From an optimization exercise on the open Yosys and OpenROAD flow, aimed at small area; shortcuts taken in it are not production practice.
In this exercise RTL edits were held to simulation tests only and were not proved equivalent to the original.
Power is estimated from default activity; no workload was simulated.

## cvu_pair
module cvu_pair (
    input  wire        clk,
    input  wire        rst,
    input  wire        sel,
    input  wire        we,
    input  wire [6:0]  addr,
    input  wire [31:0] wdata,
    output reg  [31:0] rdata,
    output wire [1:0]  done
);
    localparam W_CTRL   = 6'h00;
    localparam W_CMD    = 6'h01;
    localparam W_VAL    = 6'h02;
    localparam W_RESULT = 6'h03;
    localparam W_TX     = 6'h04;
    localparam W_RX     = 6'h05;
    localparam W_LAST   = 6'h06;
    localparam W_EXPECT = 6'h07;
    localparam W_STAT   = 6'h08;
    localparam W_REJ    = 6'h09;
    localparam W_DATA1  = 6'h0C;
    localparam W_DATA2  = 6'h0D;
    localparam W_DATA4  = 6'h0E;
    wire [5:0] widx = addr[5:0];
    wire       u    = addr[6];
    wire       wr   = sel & we;
    wire [1:0]  poly0, poly1;
    wire        aen0, aen1, mode0, mode1, sync0, sync1;
    wire [3:0]  win0, win1;
  ...
Size in the first run: ~380 flip-flops, roughly 25,000 µm² of cells after synthesis.
==> flow/config.mk <==
export PLATFORM = sky130hd
export DESIGN_NAME = cvu_pair
export DESIGN_NICKNAME = cvu_pair
export VERILOG_FILES = /design/flow/design.v
export SDC_FILE = /design/flow/constraint.sdc
export NUM_CORES = 4
export LEC_CHECK = 0
export CAP_MARGIN = 20
export CORE_MARGIN = 2
export CORE_UTILIZATION = 40
export CTS_BUF_LIST = sky130_fd_sc_hd__clkbuf_16
export CTS_CLUSTER_DIAMETER = 80
export CTS_CLUSTER_SIZE = 28
export PLACE_DENSITY = 0.6
export SLEW_MARGIN = 20
==> flow/constraint.sdc <==
create_clock -name core_clock -period 10.0 [get_ports {clk}]
set_input_delay 2.0000 -clock core_clock [delete_from_list [all_inputs] [get_ports {clk}]]
set_output_delay 2.0000 -clock core_clock [all_outputs]
set_load 0.01 [all_outputs]
standard.sh (not shown) runs the stock make flow with config.mk's settings and CLKGATE_MAP_FILE= SYNTH_SCRIPT=/design/flow/synth_recipe.tcl, a recipe that flattens the netlist after the stock synthesis.
==> flow/flow/run.sh <==
#!/bin/bash
set -euo pipefail
W=$(pwd)

# Synthesis script: ORFS's synth.tcl with only its ABC call changed
sed 's|^  log_cmd abc {\*}\$abc_args$|  log_cmd abc {*}$lib_args {*}$lib_dont_use_args|' \
    "$FLOW_HOME/scripts/synth.tcl" > own_synth_body.tcl
grep -q '^  log_cmd abc {\*}\$lib_args {\*}\$lib_dont_use_args$' own_synth_body.tcl
sed "s|source \$::env(SCRIPTS_DIR)/synth.tcl|source $W/own_synth_body.tcl|" synth_recipe.tcl > own_synth.tcl
grep -q own_synth_body own_synth.tcl

# The standard synthesis, for its registers, in a folder of its own
sed "s|WORK_HOME=[^ ]*|WORK_HOME=$W/ref|" standard.sh > ref.sh
bash ref.sh synth > synth_ref.log 2>&1

# This flow's synthesis, where the layout continues from
sed "s|SYNTH_SCRIPT=[^ ]*|SYNTH_SCRIPT=$W/own_synth.tcl|" standard.sh > own.sh
grep -q "SYNTH_SCRIPT=$W/own_synth.tcl" own.sh
bash own.sh synth > synth_own.log 2>&1

regs() {
    grep -oE '^\s*sky130_fd_sc_hd__\S*(df|dl)\S*\s+\S+' "$1" | awk '{print $1, $2}' | sort
}
REF=ref/results/$FLOW_PLATFORM/cvu_pair/base/1_2_yosys.v
OWN=orfs/results/$FLOW_PLATFORM/cvu_pair/base/1_2_yosys.v
regs "$REF" > regs_ref.txt
regs "$OWN" > regs_own.txt
if [[ -s regs_ref.txt ]] && cmp -s regs_ref.txt regs_own.txt; then
    echo "registers match the standard synthesis ($(wc -l < regs_own.txt))" > regs_check.log
else
    echo "registers differ from the standard synthesis: using it" > regs_check.log
    rm -rf orfs
fi

# Ports get the smallest buffer; the repair steps size them up where needed
sed 's|"\${@:-finish}"|BUFFER_PORTS_ARGS="-buffer_cell sky130_fd_sc_hd__buf_1" "${@:-finish}"|' standard.sh > layout.sh
grep -q BUFFER_PORTS_ARGS layout.sh
bash layout.sh > layout.log 2>&1
The first run ran to the end with no violations.
Edit:
--- a/flow/config.mk
+++ b/flow/config.mk
@@ -11,5 +11,5 @@
 export CTS_BUF_LIST = sky130_fd_sc_hd__clkbuf_16
-export CTS_CLUSTER_DIAMETER = 80
-export CTS_CLUSTER_SIZE = 28
-export PLACE_DENSITY = 0.6
+export CTS_CLUSTER_DIAMETER = 76
+export CTS_CLUSTER_SIZE = 26
+export PLACE_DENSITY = 0.75
 export SLEW_MARGIN = 20
After rerunning: Clock power shrinks by a few percent; worst setup slack improved by 0.21 ns; die area is unchanged; first-iteration DRC count grows by well over a third.

==> re-timing with driven ports <==
The flow's constraints put no driver on any port. The routed layouts listed below were extracted and timed again, unchanged, in two steps. Step 1 (the two cells are an assumption about what drives the block):
set clk [get_ports {clk}]
set_driving_cell -lib_cell sky130_fd_sc_hd__clkbuf_16 $clk
set_driving_cell -lib_cell sky130_fd_sc_hd__buf_2 [delete_from_list [all_inputs] $clk]
Step 2 moves the port delays by t, midway between the first and last clock arrival at a register: inputs arrive t later, outputs are due t later. That takes back most of the time a late clock gives input paths. Slacks: ideal / step 1 / step 2; pairs: ideal / step 1.
run | t (ns) | slack for setup (ns) | pins driven straight from the clock port
the first run | 0.620 | 1.899 / 1.928 / 1.308 | 1
the second run | 0.614 | 2.109 / 2.138 / 1.524 | 1
After both steps setup and hold are still met in every run listed. For the first run, which loses most, drivers alone change the setup slack by +0.029 ns; drivers and shift together by -0.591 ns.
